Context: an optimization exercise on an open-source flow, tuned for a short achievable clock period and few clock cycles per item. The choices shown serve that exercise and are no tape-out recipe. In this exercise RTL edits were held to simulation tests only and were not proved equivalent to the original. Power is estimated from default activity; no workload was simulated.

Setup of old:
## rc_line_decoder
module rc_line_decoder (
    input             clk,
    input             rst,
    input             start,
    input      [10:0] cfg_segs,    
    input             cfg_ten,     
    input      [16:0] cfg_len,     
    output            idle,
    input             in_valid,
    input      [31:0] in_data,
    output            in_ready,
    input             ab_valid,
    input      [9:0]  ab_px0,
    input      [9:0]  ab_px1,
    output            ab_ready,
    output reg        out_valid,
    output reg [9:0]  out_px0,
    output reg [9:0]  out_px1,
    output reg        done,
    output reg [2:0]  err
);
    localparam integer VD = 16;    
    localparam integer CD = 4;     
    localparam integer AD = 8;     
    localparam integer NP = 16;    
    localparam integer NL = 62;    
    localparam [2:0] P_IDLE = 3'd0,
                     P_HDR  = 3'd1,
                     P_PRED = 3'd2,
                     P_RAW  = 3'd3,
                     P_END  = 3'd4;
    localparam [1:0] M_PRED = 2'b00,
                     M_RUN  = 2'b01,
                     M_RAW  = 2'b10;
    localparam [2:0] E_NONE     = 3'd0,
                     E_SHORT    = 3'd5,
                     E_TRAILING = 3'd6,
                     E_RUN      = 3'd7;
    integer i;
    genvar  g;
    reg         busy;
    reg         idle_q;
    reg         in_rdy_q;
    reg         ab_rdy_q;
    reg         ten;
    reg  [16:0] bytes_left;     
    reg         bl_more;        
    reg         bl_more4;       
    reg         perr_q;         
    reg  [2:0]  perr_code;
    reg         pfin_ok;        
    assign idle     = idle_q;
    assign in_ready = in_rdy_q;
    assign ab_ready = ab_rdy_q;
    wire take_start = start && idle_q;
    wire abort      = perr_q;
    wire clr        = rst || take_start;
    reg  [31:0]  w_reg;
    reg          w_vld;
    reg  [127:0] bb;            
    reg  [7:0]   bc;            
    reg  [7:0]   lv;            
    reg          lfin;          
    reg          ok_bc14;       
    reg          ok_bc20;       
    reg          ok_one;        
    reg          ok_two;        
    reg  [19:0]  rem;           
    wire         rem_small = (rem[19:6] == 14'd0);    
    wire [13:0]  rem_hi_m1 = rem[19:6] - 14'd1;
    reg  [5*NP-1:0] lr;         
    wire         in_acc = in_valid && in_rdy_q;
    wire         all_in = !bl_more && !w_vld;
  ...
For scale: ~1,700 flip-flops, about 110 I/O pins, about 130,000 um2 of cells after synthesis.
export LEC_CHECK = 0
export ABC_CLOCK_PERIOD_IN_PS = 3000
export CAP_MARGIN = 30
export CORE_MARGIN = 2
export CORE_UTILIZATION = 30
export PLACE_DENSITY = 0.5
export SETUP_SLACK_MARGIN = 5
export SLEW_MARGIN = 30
export TNS_END_PERCENT = 100
create_clock -name core_clock -period 12.0 [get_ports {clk}]
standard.sh (not shown) runs the stock make flow with config.mk's settings and CLKGATE_MAP_FILE= SYNTH_SCRIPT=/design/flow/synth_recipe.tcl, a recipe that flattens the netlist after the stock synthesis.
==> flow/flow/run.sh <==
#!/bin/bash
# Standard layout (standard synthesis, the standard flow's config and constraints), with
# timing repair asked to keep a larger setup margin.
set -euo pipefail
bash standard.sh SETUP_SLACK_MARGIN=9 finish 2>&1 | tee flow_make.log
old: PASS, flow complete, no timing, DRC or antenna violations
Testbench counts of old, summed over its fixed seeds: cycles 98,614, pixels 191,616.
Edits applied to the flow inputs when going from old to new:
-- flow/design.v --
<<< old, line 185
    end
    wire [127:0] bm  = bb | wplace;
    wire [127:0] bs1 = used[0] ? (bm  << 1)  : bm;
    wire [127:0] bs2 = used[1] ? (bs1 << 2)  : bs1;
    wire [127:0] bs3 = used[2] ? (bs2 << 4)  : bs2;
    wire [127:0] bs4 = used[3] ? (bs3 << 8)  : bs3;
    wire [127:0] bs5 = used[4] ? (bs4 << 16) : bs4;
    wire [127:0] bs0 = used[5] ? (bs5 << 32) : bs5;
    wire [5*NL-1:0] ls1 = used[0] ? (lpre >> 5)   : lpre;
    wire [5*NL-1:0] ls2 = used[1] ? (ls1  >> 10)  : ls1;
    wire [5*NL-1:0] ls3 = used[2] ? (ls2  >> 20)  : ls2;
    wire [5*NL-1:0] ls4 = used[3] ? (ls3  >> 40)  : ls3;
    wire [5*NL-1:0] ls5 = used[4] ? (ls4  >> 80)  : ls4;
    wire [5*NL-1:0] ls0 = used[5] ? (ls5  >> 160) : ls5;
    wire [127:0] bb_c1 = bb << L0;      
    reg          f_vld, f_two, f_raw;
>>> new, line 185
    end
    wire [127:0] bm  = bb | wplace;
    wire [127:0] bs5 = used[5] ? (bm  << 32) : bm;
    wire [127:0] bs4 = used[4] ? (bs5 << 16) : bs5;
    wire [127:0] bs3 = used[3] ? (bs4 << 8)  : bs4;
    wire [127:0] bs2 = used[2] ? (bs3 << 4)  : bs3;
    wire [127:0] bs1 = used[1] ? (bs2 << 2)  : bs2;
    wire [127:0] bs0 = used[0] ? (bs1 << 1)  : bs1;
    wire [5*NL-1:0] ls5 = used[5] ? (lpre >> 160) : lpre;
    wire [5*NL-1:0] ls4 = used[4] ? (ls5  >> 80)  : ls5;
    wire [5*NL-1:0] ls3 = used[3] ? (ls4  >> 40)  : ls4;
    wire [5*NL-1:0] ls2 = used[2] ? (ls3  >> 20)  : ls3;
    wire [5*NL-1:0] ls1 = used[1] ? (ls2  >> 10)  : ls2;
    wire [5*NL-1:0] ls0 = used[0] ? (ls1  >> 5)   : ls1;
    wire [127:0] bb_c1 = bb << L0;      
    reg          f_vld, f_two, f_raw;
[summary]
- Routed wire length (lower): new
- Compared with old, new shows a higher growth of design area from synthesis to finish.
- Measured against each other, old and new differ in internal portion of total power, the higher figure coming from new.
- old has a lower worst setup slack than new.
- ~same clock transition at the registers of the reported paths in old and new
- When the final numbers for old and new were put side by side, the delay of the slowest critical-path stage turned out to be greater in old.
Testbench counts of new, summed over its fixed seeds: cycles 98,614, pixels 191,616.

==> static timing again, ports no longer ideal <==
The flow's constraints put no driver on any port. The routed layouts listed below were extracted and timed again, unchanged, in two steps. Step 1, drivers: a clkbuf_16 drives clk and a buf_2 each remaining input, both assumed. Step 2, shift: input delay + t, output delay - t, t = (earliest + latest rising clock arrival at the registers) / 2. This alone moves slack from input paths to output paths. Slacks: ideal / step 1 / step 2; pairs: ideal / step 1.
run	t, ns	setup WS [ns]	hold slack, ns	worst register clock-pin slew, ns	worst data-port slew with drivers (ns)
old	1.050	7.146 / 7.146 / 7.146	0.318 / 0.318 / 0.318	0.07 / 0.07	0.14
new	1.026	7.403 / 7.403 / 7.403	0.320 / 0.320 / 0.320	0.07 / 0.07	0.08
After both steps setup and hold are still met in every run listed.
